Context: an optimization exercise on an open-source flow, tuned for small area. The choices shown serve that exercise and are no tape-out recipe. In this exercise RTL edits were held to simulation tests only and were not proved equivalent to the original.

**flow/config.mk**
```make
export PLATFORM = sky130hd
export DESIGN_NAME = al864_ustep_engine
export DESIGN_NICKNAME = al864_ustep_engine
export VERILOG_FILES = /design/flow/design.v
export SDC_FILE = /design/flow/constraint.sdc
export NUM_CORES = 4
export LEC_CHECK = 0
export CAP_MARGIN = 20
export CORE_MARGIN = 2
export CORE_UTILIZATION = 35
export SLEW_MARGIN = 20
export SYNTH_MEMORY_MAX_BITS = 32768
```
**flow/constraint.sdc**
```tcl
create_clock -name core_clock -period 20.0 [get_ports {clk}]
set_input_delay 4.0000 -clock core_clock [delete_from_list [all_inputs] [get_ports {clk}]]
set_output_delay 4.0000 -clock core_clock [all_outputs]
set_load 0.01 [all_outputs]
```
**flow/design.v**
```verilog
module al864_ustep_table (
    input  wire [9:0]  idx,
    output reg  [11:0] mag
);
    always @(*) begin
        case (idx)
            10'd0: mag = 12'd3;
            10'd1: mag = 12'd9;
            10'd2: mag = 12'd16;
            10'd3: mag = 12'd22;
            10'd4: mag = 12'd28;
            10'd5: mag = 12'd35;
            10'd6: mag = 12'd41;
            10'd7: mag = 12'd47;
            10'd8: mag = 12'd53;
            10'd9: mag = 12'd60;
            10'd10: mag = 12'd66;
            10'd11: mag = 12'd72;
            10'd12: mag = 12'd79;
            10'd13: mag = 12'd85;
            10'd14: mag = 12'd91;
            10'd15: mag = 12'd97;
            10'd16: mag = 12'd104;
            10'd17: mag = 12'd110;
            10'd18: mag = 12'd116;
            10'd19: mag = 12'd122;
            10'd20: mag = 12'd129;
            10'd21: mag = 12'd135;
            10'd22: mag = 12'd141;
            10'd23: mag = 12'd148;
            10'd24: mag = 12'd154;
            10'd25: mag = 12'd160;
            10'd26: mag = 12'd166;
            10'd27: mag = 12'd173;
            10'd28: mag = 12'd179;
            10'd29: mag = 12'd185;
            10'd30: mag = 12'd192;
            10'd31: mag = 12'd198;
            10'd32: mag = 12'd204;
            10'd33: mag = 12'd210;
            10'd34: mag = 12'd217;
            10'd35: mag = 12'd223;
            10'd36: mag = 12'd229;
            10'd37: mag = 12'd235;
            10'd38: mag = 12'd242;
            10'd39: mag = 12'd248;
            10'd40: mag = 12'd254;
            10'd41: mag = 12'd261;
            10'd42: mag = 12'd267;
            10'd43: mag = 12'd273;
            10'd44: mag = 12'd279;
            10'd45: mag = 12'd286;
            10'd46: mag = 12'd292;
            10'd47: mag = 12'd298;
            10'd48: mag = 12'd304;
            10'd49: mag = 12'd311;
            10'd50: mag = 12'd317;
            10'd51: mag = 12'd323;
            10'd52: mag = 12'd329;
            10'd53: mag = 12'd336;
            10'd54: mag = 12'd342;
            10'd55: mag = 12'd348;
            10'd56: mag = 12'd354;
            10'd57: mag = 12'd361;
            10'd58: mag = 12'd367;
            10'd59: mag = 12'd373;
            10'd60: mag = 12'd379;
            10'd61: mag = 12'd386;
            10'd62: mag = 12'd392;
            10'd63: mag = 12'd398;
            10'd64: mag = 12'd405;
            10'd65: mag = 12'd411;
            10'd66: mag = 12'd417;
            10'd67: mag = 12'd423;
            10'd68: mag = 12'd430;
            10'd69: mag = 12'd436;
            10'd70: mag = 12'd442;
            10'd71: mag = 12'd448;
            10'd72: mag = 12'd454;
            10'd73: mag = 12'd461;
            10'd74: mag = 12'd467;
            10'd75: mag = 12'd473;
            10'd76: mag = 12'd479;
            10'd77: mag = 12'd486;
            10'd78: mag = 12'd492;
            10'd79: mag = 12'd498;
            10'd80: mag = 12'd504;
            10'd81: mag = 12'd511;
            10'd82: mag = 12'd517;
            10'd83: mag = 12'd523;
            10'd84: mag = 12'd529;
            10'd85: mag = 12'd536;
            10'd86: mag = 12'd542;
            10'd87: mag = 12'd548;
            10'd88: mag = 12'd554;
            10'd89: mag = 12'd560;
            10'd90: mag = 12'd567;
            10'd91: mag = 12'd573;
            10'd92: mag = 12'd579;
            10'd93: mag = 12'd585;
            10'd94: mag = 12'd592;
            10'd95: mag = 12'd598;
            10'd96: mag = 12'd604;
            10'd97: mag = 12'd610;
            10'd98: mag = 12'd616;
            10'd99: mag = 12'd623;
            10'd100: mag = 12'd629;
            10'd101: mag = 12'd635;
            10'd102: mag = 12'd641;
            10'd103: mag = 12'd647;
            10'd104: mag = 12'd654;
            10'd105: mag = 12'd660;
            10'd106: mag = 12'd666;
            10'd107: mag = 12'd672;
            10'd108: mag = 12'd678;
            10'd109: mag = 12'd685;
            10'd110: mag = 12'd691;
            10'd111: mag = 12'd697;
            10'd112: mag = 12'd703;
            10'd113: mag = 12'd709;
            10'd114: mag = 12'd716;
            10'd115: mag = 12'd722;
            10'd116: mag = 12'd728;
            10'd117: mag = 12'd734;
            10'd118: mag = 12'd740;
            10'd119: mag = 12'd746;
            10'd120: mag = 12'd753;
            10'd121: mag = 12'd759;
            10'd122: mag = 12'd765;
            10'd123: mag = 12'd771;
            10'd124: mag = 12'd777;
            10'd125: mag = 12'd783;
            10'd126: mag = 12'd790;
            10'd127: mag = 12'd796;
            10'd128: mag = 12'd802;
            10'd129: mag = 12'd808;
            10'd130: mag = 12'd814;
            10'd131: mag = 12'd820;
            10'd132: mag = 12'd827;
            10'd133: mag = 12'd833;
            10'd134: mag = 12'd839;
            10'd135: mag = 12'd845;
            10'd136: mag = 12'd851;
            10'd137: mag = 12'd857;
            10'd138: mag = 12'd863;
            10'd139: mag = 12'd870;
            10'd140: mag = 12'd876;
            10'd141: mag = 12'd882;
            10'd142: mag = 12'd888;
            10'd143: mag = 12'd894;
            10'd144: mag = 12'd900;
            10'd145: mag = 12'd906;
            10'd146: mag = 12'd913;
            10'd147: mag = 12'd919;
            10'd148: mag = 12'd925;
            10'd149: mag = 12'd931;
            10'd150: mag = 12'd937;
            10'd151: mag = 12'd943;
            10'd152: mag = 12'd949;
            10'd153: mag = 12'd955;
            10'd154: mag = 12'd961;
            10'd155: mag = 12'd968;
            10'd156: mag = 12'd974;
            10'd157: mag = 12'd980;
            10'd158: mag = 12'd986;
            10'd159: mag = 12'd992;
            10'd160: mag = 12'd998;
            10'd161: mag = 12'd1004;
            10'd162: mag = 12'd1010;
            10'd163: mag = 12'd1016;
            10'd164: mag = 12'd1022;
            10'd165: mag = 12'd1028;
            10'd166: mag = 12'd1035;
            10'd167: mag = 12'd1041;
            10'd168: mag = 12'd1047;
            10'd169: mag = 12'd1053;
            10'd170: mag = 12'd1059;
            10'd171: mag = 12'd1065;
            10'd172: mag = 12'd1071;
            10'd173: mag = 12'd1077;
            10'd174: mag = 12'd1083;
            10'd175: mag = 12'd1089;
            10'd176: mag = 12'd1095;
            10'd177: mag = 12'd1101;
            10'd178: mag = 12'd1107;
            10'd179: mag = 12'd1113;
            10'd180: mag = 12'd1119;
            10'd181: mag = 12'd1125;
            10'd182: mag = 12'd1131;
            10'd183: mag = 12'd1138;
            10'd184: mag = 12'd1144;
            10'd185: mag = 12'd1150;
            10'd186: mag = 12'd1156;
            10'd187: mag = 12'd1162;
            10'd188: mag = 12'd1168;
            10'd189: mag = 12'd1174;
            10'd190: mag = 12'd1180;
            10'd191: mag = 12'd1186;
            10'd192: mag = 12'd1192;
            10'd193: mag = 12'd1198;
            10'd194: mag = 12'd1204;
            10'd195: mag = 12'd1210;
            10'd196: mag = 12'd1216;
            10'd197: mag = 12'd1222;
            10'd198: mag = 12'd1228;
            10'd199: mag = 12'd1234;
            10'd200: mag = 12'd1240;
            10'd201: mag = 12'd1246;
            10'd202: mag = 12'd1252;
            10'd203: mag = 12'd1258;
            10'd204: mag = 12'd1264;
            10'd205: mag = 12'd1270;
            10'd206: mag = 12'd1276;
            10'd207: mag = 12'd1282;
            10'd208: mag = 12'd1288;
            10'd209: mag = 12'd1293;
            10'd210: mag = 12'd1299;
            10'd211: mag = 12'd1305;
            10'd212: mag = 12'd1311;
            10'd213: mag = 12'd1317;
            10'd214: mag = 12'd1323;
            10'd215: mag = 12'd1329;
            10'd216: mag = 12'd1335;
            10'd217: mag = 12'd1341;
            10'd218: mag = 12'd1347;
            10'd219: mag = 12'd1353;
            10'd220: mag = 12'd1359;
            10'd221: mag = 12'd1365;
            10'd222: mag = 12'd1371;
            10'd223: mag = 12'd1377;
            10'd224: mag = 12'd1383;
            10'd225: mag = 12'd1388;
            10'd226: mag = 12'd1394;
            10'd227: mag = 12'd1400;
            10'd228: mag = 12'd1406;
            10'd229: mag = 12'd1412;
            10'd230: mag = 12'd1418;
            10'd231: mag = 12'd1424;
            10'd232: mag = 12'd1430;
            10'd233: mag = 12'd1436;
            10'd234: mag = 12'd1441;
            10'd235: mag = 12'd1447;
            10'd236: mag = 12'd1453;
            10'd237: mag = 12'd1459;
            10'd238: mag = 12'd1465;
            10'd239: mag = 12'd1471;
            10'd240: mag = 12'd1477;
            10'd241: mag = 12'd1483;
            10'd242: mag = 12'd1488;
            10'd243: mag = 12'd1494;
            10'd244: mag = 12'd1500;
            10'd245: mag = 12'd1506;
            10'd246: mag = 12'd1512;
            10'd247: mag = 12'd1518;
            10'd248: mag = 12'd1523;
            10'd249: mag = 12'd1529;
            10'd250: mag = 12'd1535;
            10'd251: mag = 12'd1541;
            10'd252: mag = 12'd1547;
            10'd253: mag = 12'd1553;
            10'd254: mag = 12'd1558;
            10'd255: mag = 12'd1564;
            10'd256: mag = 12'd1570;
            10'd257: mag = 12'd1576;
            10'd258: mag = 12'd1582;
            10'd259: mag = 12'd1587;
            10'd260: mag = 12'd1593;
            10'd261: mag = 12'd1599;
            10'd262: mag = 12'd1605;
            10'd263: mag = 12'd1611;
            10'd264: mag = 12'd1616;
            10'd265: mag = 12'd1622;
            10'd266: mag = 12'd1628;
            10'd267: mag = 12'd1634;
            10'd268: mag = 12'd1639;
            10'd269: mag = 12'd1645;
            10'd270: mag = 12'd1651;
            10'd271: mag = 12'd1657;
            10'd272: mag = 12'd1662;
            10'd273: mag = 12'd1668;
            10'd274: mag = 12'd1674;
            10'd275: mag = 12'd1680;
            10'd276: mag = 12'd1685;
            10'd277: mag = 12'd1691;
            10'd278: mag = 12'd1697;
            10'd279: mag = 12'd1702;
            10'd280: mag = 12'd1708;
            10'd281: mag = 12'd1714;
            10'd282: mag = 12'd1720;
            10'd283: mag = 12'd1725;
            10'd284: mag = 12'd1731;
            10'd285: mag = 12'd1737;
            10'd286: mag = 12'd1742;
            10'd287: mag = 12'd1748;
            10'd288: mag = 12'd1754;
            10'd289: mag = 12'd1759;
            10'd290: mag = 12'd1765;
            10'd291: mag = 12'd1771;
            10'd292: mag = 12'd1776;
            10'd293: mag = 12'd1782;
            10'd294: mag = 12'd1788;
            10'd295: mag = 12'd1793;
            10'd296: mag = 12'd1799;
            10'd297: mag = 12'd1805;
            10'd298: mag = 12'd1810;
            10'd299: mag = 12'd1816;
            10'd300: mag = 12'd1821;
            10'd301: mag = 12'd1827;
            10'd302: mag = 12'd1833;
            10'd303: mag = 12'd1838;
            10'd304: mag = 12'd1844;
            10'd305: mag = 12'd1850;
            10'd306: mag = 12'd1855;
            10'd307: mag = 12'd1861;
            10'd308: mag = 12'd1866;
            10'd309: mag = 12'd1872;
            10'd310: mag = 12'd1878;
            10'd311: mag = 12'd1883;
            10'd312: mag = 12'd1889;
            10'd313: mag = 12'd1894;
            10'd314: mag = 12'd1900;
            10'd315: mag = 12'd1905;
            10'd316: mag = 12'd1911;
            10'd317: mag = 12'd1917;
            10'd318: mag = 12'd1922;
            10'd319: mag = 12'd1928;
            10'd320: mag = 12'd1933;
            10'd321: mag = 12'd1939;
            10'd322: mag = 12'd1944;
            10'd323: mag = 12'd1950;
            10'd324: mag = 12'd1955;
            10'd325: mag = 12'd1961;
            10'd326: mag = 12'd1966;
            10'd327: mag = 12'd1972;
            10'd328: mag = 12'd1977;
            10'd329: mag = 12'd1983;
            10'd330: mag = 12'd1988;
            10'd331: mag = 12'd1994;
            10'd332: mag = 12'd1999;
            10'd333: mag = 12'd2005;
            10'd334: mag = 12'd2010;
            10'd335: mag = 12'd2016;
            10'd336: mag = 12'd2021;
            10'd337: mag = 12'd2027;
            10'd338: mag = 12'd2032;
            10'd339: mag = 12'd2038;
            10'd340: mag = 12'd2043;
            10'd341: mag = 12'd2048;
            10'd342: mag = 12'd2054;
            10'd343: mag = 12'd2059;
            10'd344: mag = 12'd2065;
            10'd345: mag = 12'd2070;
            10'd346: mag = 12'd2076;
            10'd347: mag = 12'd2081;
            10'd348: mag = 12'd2086;
            10'd349: mag = 12'd2092;
            10'd350: mag = 12'd2097;
            10'd351: mag = 12'd2103;
            10'd352: mag = 12'd2108;
            10'd353: mag = 12'd2113;
            10'd354: mag = 12'd2119;
            10'd355: mag = 12'd2124;
            10'd356: mag = 12'd2129;
            10'd357: mag = 12'd2135;
            10'd358: mag = 12'd2140;
            10'd359: mag = 12'd2146;
            10'd360: mag = 12'd2151;
            10'd361: mag = 12'd2156;
            10'd362: mag = 12'd2162;
            10'd363: mag = 12'd2167;
            10'd364: mag = 12'd2172;
            10'd365: mag = 12'd2178;
            10'd366: mag = 12'd2183;
            10'd367: mag = 12'd2188;
            10'd368: mag = 12'd2193;
            10'd369: mag = 12'd2199;
            10'd370: mag = 12'd2204;
            10'd371: mag = 12'd2209;
            10'd372: mag = 12'd2215;
            10'd373: mag = 12'd2220;
            10'd374: mag = 12'd2225;
            10'd375: mag = 12'd2230;
            10'd376: mag = 12'd2236;
            10'd377: mag = 12'd2241;
            10'd378: mag = 12'd2246;
            10'd379: mag = 12'd2252;
            10'd380: mag = 12'd2257;
            10'd381: mag = 12'd2262;
            10'd382: mag = 12'd2267;
            10'd383: mag = 12'd2272;
            10'd384: mag = 12'd2278;
            10'd385: mag = 12'd2283;
            10'd386: mag = 12'd2288;
            10'd387: mag = 12'd2293;
            10'd388: mag = 12'd2299;
            10'd389: mag = 12'd2304;
            10'd390: mag = 12'd2309;
            10'd391: mag = 12'd2314;
            10'd392: mag = 12'd2319;
            10'd393: mag = 12'd2324;
            10'd394: mag = 12'd2330;
            10'd395: mag = 12'd2335;
            10'd396: mag = 12'd2340;
            10'd397: mag = 12'd2345;
            10'd398: mag = 12'd2350;
            10'd399: mag = 12'd2355;
            10'd400: mag = 12'd2361;
            10'd401: mag = 12'd2366;
            10'd402: mag = 12'd2371;
            10'd403: mag = 12'd2376;
            10'd404: mag = 12'd2381;
            10'd405: mag = 12'd2386;
            10'd406: mag = 12'd2391;
            10'd407: mag = 12'd2396;
            10'd408: mag = 12'd2401;
            10'd409: mag = 12'd2406;
            10'd410: mag = 12'd2412;
            10'd411: mag = 12'd2417;
            10'd412: mag = 12'd2422;
            10'd413: mag = 12'd2427;
            10'd414: mag = 12'd2432;
            10'd415: mag = 12'd2437;
            10'd416: mag = 12'd2442;
            10'd417: mag = 12'd2447;
            10'd418: mag = 12'd2452;
            10'd419: mag = 12'd2457;
            10'd420: mag = 12'd2462;
            10'd421: mag = 12'd2467;
            10'd422: mag = 12'd2472;
            10'd423: mag = 12'd2477;
            10'd424: mag = 12'd2482;
            10'd425: mag = 12'd2487;
            10'd426: mag = 12'd2492;
            10'd427: mag = 12'd2497;
            10'd428: mag = 12'd2502;
            10'd429: mag = 12'd2507;
            10'd430: mag = 12'd2512;
            10'd431: mag = 12'd2517;
            10'd432: mag = 12'd2522;
            10'd433: mag = 12'd2527;
            10'd434: mag = 12'd2532;
            10'd435: mag = 12'd2537;
            10'd436: mag = 12'd2542;
            10'd437: mag = 12'd2547;
            10'd438: mag = 12'd2551;
            10'd439: mag = 12'd2556;
            10'd440: mag = 12'd2561;
            10'd441: mag = 12'd2566;
            10'd442: mag = 12'd2571;
            10'd443: mag = 12'd2576;
            10'd444: mag = 12'd2581;
            10'd445: mag = 12'd2586;
            10'd446: mag = 12'd2591;
            10'd447: mag = 12'd2595;
            10'd448: mag = 12'd2600;
            10'd449: mag = 12'd2605;
            10'd450: mag = 12'd2610;
            10'd451: mag = 12'd2615;
            10'd452: mag = 12'd2620;
            10'd453: mag = 12'd2624;
            10'd454: mag = 12'd2629;
            10'd455: mag = 12'd2634;
            10'd456: mag = 12'd2639;
            10'd457: mag = 12'd2644;
            10'd458: mag = 12'd2648;
            10'd459: mag = 12'd2653;
            10'd460: mag = 12'd2658;
            10'd461: mag = 12'd2663;
            10'd462: mag = 12'd2668;
            10'd463: mag = 12'd2672;
            10'd464: mag = 12'd2677;
            10'd465: mag = 12'd2682;
            10'd466: mag = 12'd2687;
            10'd467: mag = 12'd2691;
            10'd468: mag = 12'd2696;
            10'd469: mag = 12'd2701;
            10'd470: mag = 12'd2706;
            10'd471: mag = 12'd2710;
            10'd472: mag = 12'd2715;
            10'd473: mag = 12'd2720;
            10'd474: mag = 12'd2724;
            10'd475: mag = 12'd2729;
            10'd476: mag = 12'd2734;
            10'd477: mag = 12'd2738;
            10'd478: mag = 12'd2743;
            10'd479: mag = 12'd2748;
            10'd480: mag = 12'd2752;
            10'd481: mag = 12'd2757;
            10'd482: mag = 12'd2762;
            10'd483: mag = 12'd2766;
            10'd484: mag = 12'd2771;
            10'd485: mag = 12'd2776;
            10'd486: mag = 12'd2780;
            10'd487: mag = 12'd2785;
            10'd488: mag = 12'd2789;
            10'd489: mag = 12'd2794;
            10'd490: mag = 12'd2799;
            10'd491: mag = 12'd2803;
            10'd492: mag = 12'd2808;
            10'd493: mag = 12'd2812;
            10'd494: mag = 12'd2817;
            10'd495: mag = 12'd2821;
            10'd496: mag = 12'd2826;
            10'd497: mag = 12'd2830;
            10'd498: mag = 12'd2835;
            10'd499: mag = 12'd2840;
            10'd500: mag = 12'd2844;
            10'd501: mag = 12'd2849;
            10'd502: mag = 12'd2853;
            10'd503: mag = 12'd2858;
            10'd504: mag = 12'd2862;
            10'd505: mag = 12'd2867;
            10'd506: mag = 12'd2871;
            10'd507: mag = 12'd2876;
            10'd508: mag = 12'd2880;
            10'd509: mag = 12'd2884;
            10'd510: mag = 12'd2889;
            10'd511: mag = 12'd2893;
            10'd512: mag = 12'd2898;
            10'd513: mag = 12'd2902;
            10'd514: mag = 12'd2907;
            10'd515: mag = 12'd2911;
            10'd516: mag = 12'd2916;
            10'd517: mag = 12'd2920;
            10'd518: mag = 12'd2924;
            10'd519: mag = 12'd2929;
            10'd520: mag = 12'd2933;
            10'd521: mag = 12'd2937;
            10'd522: mag = 12'd2942;
            10'd523: mag = 12'd2946;
            10'd524: mag = 12'd2951;
            10'd525: mag = 12'd2955;
            10'd526: mag = 12'd2959;
            10'd527: mag = 12'd2964;
            10'd528: mag = 12'd2968;
            10'd529: mag = 12'd2972;
            10'd530: mag = 12'd2977;
            10'd531: mag = 12'd2981;
            10'd532: mag = 12'd2985;
            10'd533: mag = 12'd2990;
            10'd534: mag = 12'd2994;
            10'd535: mag = 12'd2998;
            10'd536: mag = 12'd3002;
            10'd537: mag = 12'd3007;
            10'd538: mag = 12'd3011;
            10'd539: mag = 12'd3015;
            10'd540: mag = 12'd3019;
            10'd541: mag = 12'd3024;
            10'd542: mag = 12'd3028;
            10'd543: mag = 12'd3032;
            10'd544: mag = 12'd3036;
            10'd545: mag = 12'd3041;
            10'd546: mag = 12'd3045;
            10'd547: mag = 12'd3049;
            10'd548: mag = 12'd3053;
            10'd549: mag = 12'd3057;
            10'd550: mag = 12'd3061;
            10'd551: mag = 12'd3066;
            10'd552: mag = 12'd3070;
            10'd553: mag = 12'd3074;
            10'd554: mag = 12'd3078;
            10'd555: mag = 12'd3082;
            10'd556: mag = 12'd3086;
            10'd557: mag = 12'd3090;
            10'd558: mag = 12'd3095;
            10'd559: mag = 12'd3099;
            10'd560: mag = 12'd3103;
            10'd561: mag = 12'd3107;
            10'd562: mag = 12'd3111;
            10'd563: mag = 12'd3115;
            10'd564: mag = 12'd3119;
            10'd565: mag = 12'd3123;
            10'd566: mag = 12'd3127;
            10'd567: mag = 12'd3131;
            10'd568: mag = 12'd3135;
            10'd569: mag = 12'd3139;
            10'd570: mag = 12'd3143;
            10'd571: mag = 12'd3147;
            10'd572: mag = 12'd3151;
            10'd573: mag = 12'd3155;
            10'd574: mag = 12'd3159;
            10'd575: mag = 12'd3163;
            10'd576: mag = 12'd3167;
            10'd577: mag = 12'd3171;
            10'd578: mag = 12'd3175;
            10'd579: mag = 12'd3179;
            10'd580: mag = 12'd3183;
            10'd581: mag = 12'd3187;
            10'd582: mag = 12'd3191;
            10'd583: mag = 12'd3195;
            10'd584: mag = 12'd3199;
            10'd585: mag = 12'd3203;
            10'd586: mag = 12'd3207;
            10'd587: mag = 12'd3211;
            10'd588: mag = 12'd3215;
            10'd589: mag = 12'd3219;
            10'd590: mag = 12'd3222;
            10'd591: mag = 12'd3226;
            10'd592: mag = 12'd3230;
            10'd593: mag = 12'd3234;
            10'd594: mag = 12'd3238;
            10'd595: mag = 12'd3242;
            10'd596: mag = 12'd3246;
            10'd597: mag = 12'd3249;
            10'd598: mag = 12'd3253;
            10'd599: mag = 12'd3257;
            10'd600: mag = 12'd3261;
            10'd601: mag = 12'd3265;
            10'd602: mag = 12'd3268;
            10'd603: mag = 12'd3272;
            10'd604: mag = 12'd3276;
            10'd605: mag = 12'd3280;
            10'd606: mag = 12'd3284;
            10'd607: mag = 12'd3287;
            10'd608: mag = 12'd3291;
            10'd609: mag = 12'd3295;
            10'd610: mag = 12'd3298;
            10'd611: mag = 12'd3302;
            10'd612: mag = 12'd3306;
            10'd613: mag = 12'd3310;
            10'd614: mag = 12'd3313;
            10'd615: mag = 12'd3317;
            10'd616: mag = 12'd3321;
            10'd617: mag = 12'd3324;
            10'd618: mag = 12'd3328;
            10'd619: mag = 12'd3332;
            10'd620: mag = 12'd3335;
            10'd621: mag = 12'd3339;
            10'd622: mag = 12'd3343;
            10'd623: mag = 12'd3346;
            10'd624: mag = 12'd3350;
            10'd625: mag = 12'd3353;
            10'd626: mag = 12'd3357;
            10'd627: mag = 12'd3361;
            10'd628: mag = 12'd3364;
            10'd629: mag = 12'd3368;
            10'd630: mag = 12'd3371;
            10'd631: mag = 12'd3375;
            10'd632: mag = 12'd3378;
            10'd633: mag = 12'd3382;
            10'd634: mag = 12'd3386;
            10'd635: mag = 12'd3389;
            10'd636: mag = 12'd3393;
            10'd637: mag = 12'd3396;
            10'd638: mag = 12'd3400;
            10'd639: mag = 12'd3403;
            10'd640: mag = 12'd3407;
            10'd641: mag = 12'd3410;
            10'd642: mag = 12'd3414;
            10'd643: mag = 12'd3417;
            10'd644: mag = 12'd3420;
            10'd645: mag = 12'd3424;
            10'd646: mag = 12'd3427;
            10'd647: mag = 12'd3431;
            10'd648: mag = 12'd3434;
            10'd649: mag = 12'd3438;
            10'd650: mag = 12'd3441;
            10'd651: mag = 12'd3444;
            10'd652: mag = 12'd3448;
            10'd653: mag = 12'd3451;
            10'd654: mag = 12'd3455;
            10'd655: mag = 12'd3458;
            10'd656: mag = 12'd3461;
            10'd657: mag = 12'd3465;
            10'd658: mag = 12'd3468;
            10'd659: mag = 12'd3471;
            10'd660: mag = 12'd3475;
            10'd661: mag = 12'd3478;
            10'd662: mag = 12'd3481;
            10'd663: mag = 12'd3485;
            10'd664: mag = 12'd3488;
            10'd665: mag = 12'd3491;
            10'd666: mag = 12'd3495;
            10'd667: mag = 12'd3498;
            10'd668: mag = 12'd3501;
            10'd669: mag = 12'd3504;
            10'd670: mag = 12'd3508;
            10'd671: mag = 12'd3511;
            10'd672: mag = 12'd3514;
            10'd673: mag = 12'd3517;
            10'd674: mag = 12'd3520;
            10'd675: mag = 12'd3524;
            10'd676: mag = 12'd3527;
            10'd677: mag = 12'd3530;
            10'd678: mag = 12'd3533;
            10'd679: mag = 12'd3536;
            10'd680: mag = 12'd3540;
            10'd681: mag = 12'd3543;
            10'd682: mag = 12'd3546;
            10'd683: mag = 12'd3549;
            10'd684: mag = 12'd3552;
            10'd685: mag = 12'd3555;
            10'd686: mag = 12'd3558;
            10'd687: mag = 12'd3561;
            10'd688: mag = 12'd3565;
            10'd689: mag = 12'd3568;
            10'd690: mag = 12'd3571;
            10'd691: mag = 12'd3574;
            10'd692: mag = 12'd3577;
            10'd693: mag = 12'd3580;
            10'd694: mag = 12'd3583;
            10'd695: mag = 12'd3586;
            10'd696: mag = 12'd3589;
            10'd697: mag = 12'd3592;
            10'd698: mag = 12'd3595;
            10'd699: mag = 12'd3598;
            10'd700: mag = 12'd3601;
            10'd701: mag = 12'd3604;
            10'd702: mag = 12'd3607;
            10'd703: mag = 12'd3610;
            10'd704: mag = 12'd3613;
            10'd705: mag = 12'd3616;
            10'd706: mag = 12'd3619;
            10'd707: mag = 12'd3622;
            10'd708: mag = 12'd3625;
            10'd709: mag = 12'd3628;
            10'd710: mag = 12'd3631;
            10'd711: mag = 12'd3633;
            10'd712: mag = 12'd3636;
            10'd713: mag = 12'd3639;
            10'd714: mag = 12'd3642;
            10'd715: mag = 12'd3645;
            10'd716: mag = 12'd3648;
            10'd717: mag = 12'd3651;
            10'd718: mag = 12'd3654;
            10'd719: mag = 12'd3656;
            10'd720: mag = 12'd3659;
            10'd721: mag = 12'd3662;
            10'd722: mag = 12'd3665;
            10'd723: mag = 12'd3668;
            10'd724: mag = 12'd3670;
            10'd725: mag = 12'd3673;
            10'd726: mag = 12'd3676;
            10'd727: mag = 12'd3679;
            10'd728: mag = 12'd3681;
            10'd729: mag = 12'd3684;
            10'd730: mag = 12'd3687;
            10'd731: mag = 12'd3690;
            10'd732: mag = 12'd3692;
            10'd733: mag = 12'd3695;
            10'd734: mag = 12'd3698;
            10'd735: mag = 12'd3700;
            10'd736: mag = 12'd3703;
            10'd737: mag = 12'd3706;
            10'd738: mag = 12'd3709;
            10'd739: mag = 12'd3711;
            10'd740: mag = 12'd3714;
            10'd741: mag = 12'd3716;
            10'd742: mag = 12'd3719;
            10'd743: mag = 12'd3722;
            10'd744: mag = 12'd3724;
            10'd745: mag = 12'd3727;
            10'd746: mag = 12'd3730;
            10'd747: mag = 12'd3732;
            10'd748: mag = 12'd3735;
            10'd749: mag = 12'd3737;
            10'd750: mag = 12'd3740;
            10'd751: mag = 12'd3742;
            10'd752: mag = 12'd3745;
            10'd753: mag = 12'd3747;
            10'd754: mag = 12'd3750;
            10'd755: mag = 12'd3753;
            10'd756: mag = 12'd3755;
            10'd757: mag = 12'd3758;
            10'd758: mag = 12'd3760;
            10'd759: mag = 12'd3763;
            10'd760: mag = 12'd3765;
            10'd761: mag = 12'd3767;
            10'd762: mag = 12'd3770;
            10'd763: mag = 12'd3772;
            10'd764: mag = 12'd3775;
            10'd765: mag = 12'd3777;
            10'd766: mag = 12'd3780;
            10'd767: mag = 12'd3782;
            10'd768: mag = 12'd3784;
            10'd769: mag = 12'd3787;
            10'd770: mag = 12'd3789;
            10'd771: mag = 12'd3792;
            10'd772: mag = 12'd3794;
            10'd773: mag = 12'd3796;
            10'd774: mag = 12'd3799;
            10'd775: mag = 12'd3801;
            10'd776: mag = 12'd3803;
            10'd777: mag = 12'd3806;
            10'd778: mag = 12'd3808;
            10'd779: mag = 12'd3810;
            10'd780: mag = 12'd3813;
            10'd781: mag = 12'd3815;
            10'd782: mag = 12'd3817;
            10'd783: mag = 12'd3819;
            10'd784: mag = 12'd3822;
            10'd785: mag = 12'd3824;
            10'd786: mag = 12'd3826;
            10'd787: mag = 12'd3828;
            10'd788: mag = 12'd3831;
            10'd789: mag = 12'd3833;
            10'd790: mag = 12'd3835;
            10'd791: mag = 12'd3837;
            10'd792: mag = 12'd3839;
            10'd793: mag = 12'd3842;
            10'd794: mag = 12'd3844;
            10'd795: mag = 12'd3846;
            10'd796: mag = 12'd3848;
            10'd797: mag = 12'd3850;
            10'd798: mag = 12'd3852;
            10'd799: mag = 12'd3855;
            10'd800: mag = 12'd3857;
            10'd801: mag = 12'd3859;
            10'd802: mag = 12'd3861;
            10'd803: mag = 12'd3863;
            10'd804: mag = 12'd3865;
            10'd805: mag = 12'd3867;
            10'd806: mag = 12'd3869;
            10'd807: mag = 12'd3871;
            10'd808: mag = 12'd3873;
            10'd809: mag = 12'd3875;
            10'd810: mag = 12'd3877;
            10'd811: mag = 12'd3879;
            10'd812: mag = 12'd3881;
            10'd813: mag = 12'd3883;
            10'd814: mag = 12'd3885;
            10'd815: mag = 12'd3887;
            10'd816: mag = 12'd3889;
            10'd817: mag = 12'd3891;
            10'd818: mag = 12'd3893;
            10'd819: mag = 12'd3895;
            10'd820: mag = 12'd3897;
            10'd821: mag = 12'd3899;
            10'd822: mag = 12'd3901;
            10'd823: mag = 12'd3903;
            10'd824: mag = 12'd3905;
            10'd825: mag = 12'd3907;
            10'd826: mag = 12'd3909;
            10'd827: mag = 12'd3910;
            10'd828: mag = 12'd3912;
            10'd829: mag = 12'd3914;
            10'd830: mag = 12'd3916;
            10'd831: mag = 12'd3918;
            10'd832: mag = 12'd3920;
            10'd833: mag = 12'd3921;
            10'd834: mag = 12'd3923;
            10'd835: mag = 12'd3925;
            10'd836: mag = 12'd3927;
            10'd837: mag = 12'd3929;
            10'd838: mag = 12'd3930;
            10'd839: mag = 12'd3932;
            10'd840: mag = 12'd3934;
            10'd841: mag = 12'd3936;
            10'd842: mag = 12'd3937;
            10'd843: mag = 12'd3939;
            10'd844: mag = 12'd3941;
            10'd845: mag = 12'd3942;
            10'd846: mag = 12'd3944;
            10'd847: mag = 12'd3946;
            10'd848: mag = 12'd3947;
            10'd849: mag = 12'd3949;
            10'd850: mag = 12'd3951;
            10'd851: mag = 12'd3952;
            10'd852: mag = 12'd3954;
            10'd853: mag = 12'd3956;
            10'd854: mag = 12'd3957;
            10'd855: mag = 12'd3959;
            10'd856: mag = 12'd3961;
            10'd857: mag = 12'd3962;
            10'd858: mag = 12'd3964;
            10'd859: mag = 12'd3965;
            10'd860: mag = 12'd3967;
            10'd861: mag = 12'd3968;
            10'd862: mag = 12'd3970;
            10'd863: mag = 12'd3972;
            10'd864: mag = 12'd3973;
            10'd865: mag = 12'd3975;
            10'd866: mag = 12'd3976;
            10'd867: mag = 12'd3978;
            10'd868: mag = 12'd3979;
            10'd869: mag = 12'd3981;
            10'd870: mag = 12'd3982;
            10'd871: mag = 12'd3983;
            10'd872: mag = 12'd3985;
            10'd873: mag = 12'd3986;
            10'd874: mag = 12'd3988;
            10'd875: mag = 12'd3989;
            10'd876: mag = 12'd3991;
            10'd877: mag = 12'd3992;
            10'd878: mag = 12'd3993;
            10'd879: mag = 12'd3995;
            10'd880: mag = 12'd3996;
            10'd881: mag = 12'd3998;
            10'd882: mag = 12'd3999;
            10'd883: mag = 12'd4000;
            10'd884: mag = 12'd4002;
            10'd885: mag = 12'd4003;
            10'd886: mag = 12'd4004;
            10'd887: mag = 12'd4006;
            10'd888: mag = 12'd4007;
            10'd889: mag = 12'd4008;
            10'd890: mag = 12'd4009;
            10'd891: mag = 12'd4011;
            10'd892: mag = 12'd4012;
            10'd893: mag = 12'd4013;
            10'd894: mag = 12'd4014;
            10'd895: mag = 12'd4016;
            10'd896: mag = 12'd4017;
            10'd897: mag = 12'd4018;
            10'd898: mag = 12'd4019;
            10'd899: mag = 12'd4021;
            10'd900: mag = 12'd4022;
            10'd901: mag = 12'd4023;
            10'd902: mag = 12'd4024;
            10'd903: mag = 12'd4025;
            10'd904: mag = 12'd4026;
            10'd905: mag = 12'd4028;
            10'd906: mag = 12'd4029;
            10'd907: mag = 12'd4030;
            10'd908: mag = 12'd4031;
            10'd909: mag = 12'd4032;
            10'd910: mag = 12'd4033;
            10'd911: mag = 12'd4034;
            10'd912: mag = 12'd4035;
            10'd913: mag = 12'd4036;
            10'd914: mag = 12'd4037;
            10'd915: mag = 12'd4038;
            10'd916: mag = 12'd4039;
            10'd917: mag = 12'd4040;
            10'd918: mag = 12'd4041;
            10'd919: mag = 12'd4042;
            10'd920: mag = 12'd4043;
            10'd921: mag = 12'd4044;
            10'd922: mag = 12'd4045;
            10'd923: mag = 12'd4046;
            10'd924: mag = 12'd4047;
            10'd925: mag = 12'd4048;
            10'd926: mag = 12'd4049;
            10'd927: mag = 12'd4050;
            10'd928: mag = 12'd4051;
            10'd929: mag = 12'd4052;
            10'd930: mag = 12'd4053;
            10'd931: mag = 12'd4054;
            10'd932: mag = 12'd4055;
            10'd933: mag = 12'd4056;
            10'd934: mag = 12'd4056;
            10'd935: mag = 12'd4057;
            10'd936: mag = 12'd4058;
            10'd937: mag = 12'd4059;
            10'd938: mag = 12'd4060;
            10'd939: mag = 12'd4061;
            10'd940: mag = 12'd4061;
            10'd941: mag = 12'd4062;
            10'd942: mag = 12'd4063;
            10'd943: mag = 12'd4064;
            10'd944: mag = 12'd4065;
            10'd945: mag = 12'd4065;
            10'd946: mag = 12'd4066;
            10'd947: mag = 12'd4067;
            10'd948: mag = 12'd4068;
            10'd949: mag = 12'd4068;
            10'd950: mag = 12'd4069;
            10'd951: mag = 12'd4070;
            10'd952: mag = 12'd4070;
            10'd953: mag = 12'd4071;
            10'd954: mag = 12'd4072;
            10'd955: mag = 12'd4072;
            10'd956: mag = 12'd4073;
            10'd957: mag = 12'd4074;
            10'd958: mag = 12'd4074;
            10'd959: mag = 12'd4075;
            10'd960: mag = 12'd4076;
            10'd961: mag = 12'd4076;
            10'd962: mag = 12'd4077;
            10'd963: mag = 12'd4077;
            10'd964: mag = 12'd4078;
            10'd965: mag = 12'd4079;
            10'd966: mag = 12'd4079;
            10'd967: mag = 12'd4080;
            10'd968: mag = 12'd4080;
            10'd969: mag = 12'd4081;
            10'd970: mag = 12'd4081;
            10'd971: mag = 12'd4082;
            10'd972: mag = 12'd4082;
            10'd973: mag = 12'd4083;
            10'd974: mag = 12'd4083;
            10'd975: mag = 12'd4084;
            10'd976: mag = 12'd4084;
            10'd977: mag = 12'd4085;
            10'd978: mag = 12'd4085;
            10'd979: mag = 12'd4085;
            10'd980: mag = 12'd4086;
            10'd981: mag = 12'd4086;
            10'd982: mag = 12'd4087;
            10'd983: mag = 12'd4087;
            10'd984: mag = 12'd4087;
            10'd985: mag = 12'd4088;
            10'd986: mag = 12'd4088;
            10'd987: mag = 12'd4089;
            10'd988: mag = 12'd4089;
            10'd989: mag = 12'd4089;
            10'd990: mag = 12'd4090;
            10'd991: mag = 12'd4090;
            10'd992: mag = 12'd4090;
            10'd993: mag = 12'd4091;
            10'd994: mag = 12'd4091;
            10'd995: mag = 12'd4091;
            10'd996: mag = 12'd4091;
            10'd997: mag = 12'd4092;
            10'd998: mag = 12'd4092;
            10'd999: mag = 12'd4092;
            10'd1000: mag = 12'd4092;
            10'd1001: mag = 12'd4093;
            10'd1002: mag = 12'd4093;
            10'd1003: mag = 12'd4093;
            10'd1004: mag = 12'd4093;
            10'd1005: mag = 12'd4093;
            10'd1006: mag = 12'd4094;
            10'd1007: mag = 12'd4094;
            10'd1008: mag = 12'd4094;
            10'd1009: mag = 12'd4094;
            10'd1010: mag = 12'd4094;
            10'd1011: mag = 12'd4094;
            10'd1012: mag = 12'd4094;
            10'd1013: mag = 12'd4094;
            10'd1014: mag = 12'd4095;
            10'd1015: mag = 12'd4095;
            10'd1016: mag = 12'd4095;
            10'd1017: mag = 12'd4095;
            10'd1018: mag = 12'd4095;
            10'd1019: mag = 12'd4095;
            10'd1020: mag = 12'd4095;
            10'd1021: mag = 12'd4095;
            10'd1022: mag = 12'd4095;
            10'd1023: mag = 12'd4095;
            default: mag = 12'd0;
        endcase
    end
endmodule
module al864_ustep_engine (
    input  wire        clk,
    input  wire        rst,                
    input  wire        in_valid,
    input  wire [35:0] in_pos,             
    input  wire [47:0] in_vel,             
    input  wire [12:0] in_per,             
    input  wire        in_lead,            
    input  wire [11:0] in_eofs,            
    input  wire [7:0]  in_scale_ax,        
    input  wire [7:0]  in_scale_glob,      
    input  wire [7:0]  in_scale_derate,    
    input  wire [5:0]  in_hyst,            
    output reg         out_valid,
    output reg  [11:0] out_eidx,           
    output reg  [9:0]  out_a_upper,
    output reg  [9:0]  out_a_lower,
    output reg         out_a_neg,          
    output reg         out_a_zero,         
    output reg         out_a_clamp,        
    output reg  [9:0]  out_b_upper,
    output reg  [9:0]  out_b_lower,
    output reg         out_b_neg,
    output reg         out_b_zero,
    output reg         out_b_clamp
);
    reg        r_valid;
    reg [35:0] r_pos;
    reg [47:0] r_vel;
    reg [12:0] r_per;
    reg        r_lead;
    reg [11:0] r_eofs;
    reg [7:0]  r_scale_ax;
    reg [7:0]  r_scale_glob;
    reg [7:0]  r_scale_derate;
    reg [5:0]  r_hyst;
    always @(posedge clk) begin
        if (rst)
            r_valid <= 1'b0;
        else
            r_valid <= in_valid;
        if (in_valid) begin
            r_pos          <= in_pos;
            r_vel          <= in_vel;
            r_per          <= in_per;
            r_lead         <= in_lead;
            r_eofs         <= in_eofs;
            r_scale_ax     <= in_scale_ax;
            r_scale_glob   <= in_scale_glob;
            r_scale_derate <= in_scale_derate;
            r_hyst         <= in_hyst;
        end
    end
    wire signed [14:0] lead_ticks = {2'b00, r_per} + 15'sd16;     
    wire signed [62:0] lead_prod  = $signed(r_vel) * lead_ticks;
    wire        [44:0] pos_ext    = {r_pos, 9'b0};
    wire        [44:0] proj       = r_lead ? pos_ext + lead_prod[44:0] : pos_ext;
    wire        [11:0] mstep_idx  = proj[44:33];
    wire        [11:0] eidx       = mstep_idx + r_eofs;
    reg        e_valid;
    reg [11:0] e_idx;
    reg [7:0]  e_scale_ax;
    reg [7:0]  e_scale_glob;
    reg [7:0]  e_scale_derate;
    reg [5:0]  e_hyst;
    always @(posedge clk) begin
        if (rst)
            e_valid <= 1'b0;
        else
            e_valid <= r_valid;
        if (r_valid) begin
            e_idx          <= eidx;
            e_scale_ax     <= r_scale_ax;
            e_scale_glob   <= r_scale_glob;
            e_scale_derate <= r_scale_derate;
            e_hyst         <= r_hyst;
        end
    end
    wire [1:0] quad = e_idx[11:10];
    wire [9:0] offs = e_idx[9:0];
    wire [11:0] tab_fwd;    
    wire [11:0] tab_rev;    
    al864_ustep_table u_tab_fwd (.idx(offs),        .mag(tab_fwd));
    al864_ustep_table u_tab_rev (.idx(10'd1023 - offs), .mag(tab_rev));
    wire [11:0] t_a   = quad[0] ? tab_fwd : tab_rev;
    wire [11:0] t_b   = quad[0] ? tab_rev : tab_fwd;
    wire        neg_a = (quad == 2'd1) || (quad == 2'd2);
    wire        neg_b = (quad == 2'd2) || (quad == 2'd3);
    wire [7:0] scale_gl = (e_scale_glob < e_scale_derate) ? e_scale_glob : e_scale_derate;
    wire [8:0] fac_ax   = {1'b0, e_scale_ax} + 9'd1;
    wire [8:0] fac_gl   = {1'b0, scale_gl} + 9'd1;
    wire [29:0] prod_a = t_a * fac_ax * fac_gl;
    wire [29:0] prod_b = t_b * fac_ax * fac_gl;
    wire [8:0]  mag_a  = prod_a[27:19];
    wire [8:0]  mag_b  = prod_b[27:19];
    wire [9:0] up_a, lo_a, up_b, lo_b;
    wire       clamp_a, clamp_b;
    al864_ustep_window u_win_a (
        .mag(mag_a), .hyst(e_hyst), .neg(neg_a),
        .upper(up_a), .lower(lo_a), .clamp(clamp_a)
    );
    al864_ustep_window u_win_b (
        .mag(mag_b), .hyst(e_hyst), .neg(neg_b),
        .upper(up_b), .lower(lo_b), .clamp(clamp_b)
    );
    always @(posedge clk) begin
        if (rst)
            out_valid <= 1'b0;
        else
            out_valid <= e_valid;
        if (e_valid) begin
            out_eidx    <= e_idx;
            out_a_upper <= up_a;
            out_a_lower <= lo_a;
            out_a_neg   <= neg_a;
            out_a_zero  <= (mag_a == 9'd0);
            out_a_clamp <= clamp_a;
            out_b_upper <= up_b;
            out_b_lower <= lo_b;
            out_b_neg   <= neg_b;
            out_b_zero  <= (mag_b == 9'd0);
            out_b_clamp <= clamp_b;
        end
    end
endmodule
module al864_ustep_window (
    input  wire [8:0] mag,
    input  wire [5:0] hyst,
    input  wire       neg,
    output wire [9:0] upper,
    output wire [9:0] lower,
    output wire       clamp
);
    wire [9:0] sum   = {1'b0, mag} + {4'b0, hyst};
    wire [8:0] u_mag = (sum > 10'd511) ? 9'd511 : sum[8:0];
    wire [8:0] l_mag = (mag > {3'b0, hyst}) ? mag - {3'b0, hyst} : 9'd0;
    assign clamp = (sum > 10'd511);
    assign upper = neg ? 10'd512 - {1'b0, u_mag} : 10'd512 + {1'b0, u_mag};
    assign lower = neg ? 10'd512 - {1'b0, l_mag} : 10'd512 + {1'b0, l_mag};
endmodule
```
**flow/run.sh**
```bash
#!/bin/bash
# synth_recipe.tcl (not shown) runs the flow's synth.tcl, then flattens the netlist and writes it again
# the make line also repeats each setting of config.mk as NAME=value (left out here)
make -C /OpenROAD-flow-scripts/flow DESIGN_CONFIG=/design/flow/config.mk WORK_HOME=/design/flow/orfs CLKGATE_MAP_FILE= SYNTH_SCRIPT=/design/flow/synth_recipe.tcl finish
```
==> run summary <==
status: finished clean
Max Clk Rate: 57.9 MHz
Crit Path Class: register to register
routability cong.: 0.976
Initial Util: 35.2%
core region area: 169000 µm²
hold path start: r_hyst[0]
top post-synthesis cells by area: fa_1 (29%), edfxtp_1 (12%), ha_1 (7.3%)
library cells used by synthesis: 107
PortBufs: 198
Layout area overhead: 8.56%
detailed placer's ending HPWL: 151000 µm
number of global-route vias before repair: 54900
part of the Yosys area used for sequential elements: 12.5%
highest metal used: met5
wire length on met2: 94400 µm
die width: 416 µm
Longest Clk Path Bufs: 3
top-area cell type share of the netlist area: 29.4%
initial antenna violation count: 10
final net count: 8558
Post-synth EDFFs: 237
count leader, synth: inv_1
clk root buf: clkbuf_16
Reg2Reg Depth: 74
syn_area_per_cell: 8.09 µm²
Residual DRC: 0
WL/cell: 21.8 µm
Syn Nets: 8719
CP startpoint: e_idx[1]
Hold Path Sink: e_hyst[0]
Detailed Route WL: 206000 µm
Async SR Flop Fraction: 0%
crit path buf inv count: 12
clk_skew: 0.0564 ns
met3 routed WL: 16400 µm
setup bufs post-CTS: 0
vias per inst: 5.69
total number of vias: 53700
DR iter-0 viols: 6314
Crit path max-delay family: adder cells
top post-synthesis cells by count: inv_1 (1034), nand2_1 (972), fa_1 (873), nor2_1 (619), a21oi_1 (418)
unrepaired setup endpoints after global routing: no
GRT Overall Usage: 23.5%
CP max stage cell: o21ai_0
M1 wire length: 83800 µm
First-pass DRT Iterations: 8
reg2reg end: out_b_upper[8]
Hold-fix buffers, CTS: 0
CTS Sinks: 252
H-tree Lvls: 2
ratio of cells with drive above 1 in the final layout: 4.56%
first-pass GRT wire length: 322000 µm
CP endpoint kind: register
Top-Level Pins: 202
Worst R2R Start: e_idx[1]
slowest cell delay on critical path: 0.61 ns
startpoint types: register
ys flop type: edfxtp_1
final hold viol count: 0
Hold Path Class: register to register
Reg clk slew, reported paths: 0.08 ns
Max Cap Violations: 0
fin util: 38.2%
CP required: 20.34 ns
cts bufs inserted: 34
Yosys warning total: 2
FF-to-FF setup slack: 2.72 ns
Setup TNS Final: 0 ns
area of the die: 173000 µm²
crit path time final: 17.28 ns
post-synthesis cell area: 59500 µm²
Hold Crit Depth: 0
CP max FO: 32
Final ANT Viol Nets: 0
Setup violations, final: 0
row cnt: 151
critical path data arrival time: 17.61 ns
fin crit share: 86.4%
Worst Max-Slew Pin Slew: 1.20 ns
CTS tree: yes
Filler Cell Count: 17400
Resized cells post-CTS: 0
largest net degree at the start of global routing: 152
Final Slew Violations: 0
Post-Syn Instances: 7354
Yosys top cell by area: fa_1
Yosys reg bits: 252
DIE HEIGHT: 416 µm
clock latency (worst-skew pair): 0.64 ns
cell mode on critical path: nor2_1
GR Overflow Total: 0
Slew HR: 19.1%
==> sequential cells by signal, summed over array words and instances (netlist names), 6 cells and up <==
name / cells
e_scale_glob: 8
r_per: 13
r_scale_derate: 8
out_a_upper: 10
out_b_upper: 10
r_scale_glob: 8
r_hyst: 6
r_vel: 45
r_pos: 36
e_scale_derate: 8
out_b_lower: 10
out_a_lower: 10
e_scale_ax: 8
e_idx: 12
tab_fwd: 12
out_eidx: 12
r_scale_ax: 8
r_eofs: 12
e_hyst: 6
==> how the worst max path moves through the flow <==
stage / end / slack, ns / depth (start not counted)
after floorplan: out_a_upper[8] / 5.73 / 64
after global placement: out_b_upper[8] / 3.09 / 74
after detailed placement: out_b_upper[8] / 2.99 / 74
after CTS: out_a_upper[8] / 2.98 / 73
after global routing: out_b_upper[8] / 1.83 / 73
final: out_b_upper[8] / 2.72 / 74
==> cells in the final DEF, fill, tap and decap left out, types with 20 or more instances in the layout <==
master	synthesis	final
nor3_1	121	121
ha_1	349	349
mux2i_1	36	31
buf_4	7	122
a31oi_1	81	80
a211oi_1	95	94
nand2b_1	129	129
or2_2	34	34
xnor2_1	115	110
a311oi_1	46	46
o221ai_1	34	34
a221oi_1	28	28
o22ai_1	35	35
o311ai_0	53	53
fa_1	873	873
o21ai_0	350	349
xor2_1	73	67
nand2_1	972	972
o21bai_1	20	20
mux2_2	28	28
nor2_1	619	617
nor2b_1	202	202
or3_1	27	27
edfxtp_1	237	237
and2_1	144	144
inv_1	1034	1032
clkdlybuf4s50_1	0	197
and3_1	25	25
a21oi_1	418	416
a21o_1	61	60
o31ai_1	22	22
o211ai_1	123	123
clkbuf_16	0	34
nand3_1	114	114
==> cell families after synthesis <==
| logic type | Yosys count | synth area share [%] |
|---|---|---|
| mux | 78 | 1.67 |
| xor+xnor | 192 | 2.89 |
| simple gates | 2483 | 19.1 |
| compound gates | 1562 | 17.0 |
| flops | 252 | 12.5 |
| fa+ha+maj | 1223 | 36.7 |
| buf+inv | 1564 | 10.1 |
==> stage by stage <==
step	hold WS [ns]	std cells	setup WS [ns]	area [µm²]
floorplan	0.400	7354	5.73	59500
global placement	0.401	9375	3.09	63400
detailed placement	0.405	9375	2.99	63400
CTS	0.407	9436	2.98	64600
global route	0.417	9439	1.83	64600
finish	0.409	9439	2.72	64600
==> layer usage <==
metal / global-route usage, % / vias up
met3: 3.80 / 574
met1: 30.8 / 26500
met2: 37.5 / 2642
met4: 11.8 / 14
li1: - / 24000
met5: 0.222 / -
==> worst reg2reg max path: cells and delay by family, from the launching register on <==
family | cells | cell delay [ns]
adder cells (fa/ha/maj) | 14 | 5.61
flip-flops | 1 | 0.35
buffers and inverters | 12 | 1.97
AO/OA/AOI/OAI | 19 | 3.83
multiplexers | 2 | 0.59
AND/OR/NAND/NOR | 25 | 3.88
XOR/XNOR | 2 | 0.82
==> final cells by class <==
cell class / instances / area (µm²) / area share (%)
diodes: 3 / 7.51 / 0.0116
inverters: 1043 / 3920 / 6.07
flip-flops and latches: 252 / 7420 / 11.5
well taps: 2218 / 2780 / 4.30
clock inverters: 24 / 298 / 0.461
repair buffers: 324 / 2980 / 4.61
clock buffers: 37 / 862 / 1.34
multi-input cells: 5538 / 46300 / 71.7

-- what the ideal ports hide --
Ports are ideal in the flow. The routed layout listed here was re-timed in OpenROAD. Step 1, drivers: a clkbuf_16 drives clk and a buf_2 each remaining input, both assumed. Step 2 adds t to the input delays and takes it off the output delays; t is the mean of the earliest and latest rising clock arrival at the registers after step 1. Input paths then give back, and output paths get back, about the clock's delay inside the block. Slacks: no drivers / after step 1 / after step 2; pairs: no drivers / after step 1.
shift t [ns]: 0.699
slack for setup (ns): 2.724 / 2.724 / 2.724
hold slack, ns: 0.409 / 0.409 / 0.409
slew at the worst register clock pin (ns): 0.08 / 0.08
After both steps setup and hold are still met in this run. The setup slack of this run moves by 0.000 ns with the drivers and by 0.000 ns with both steps.
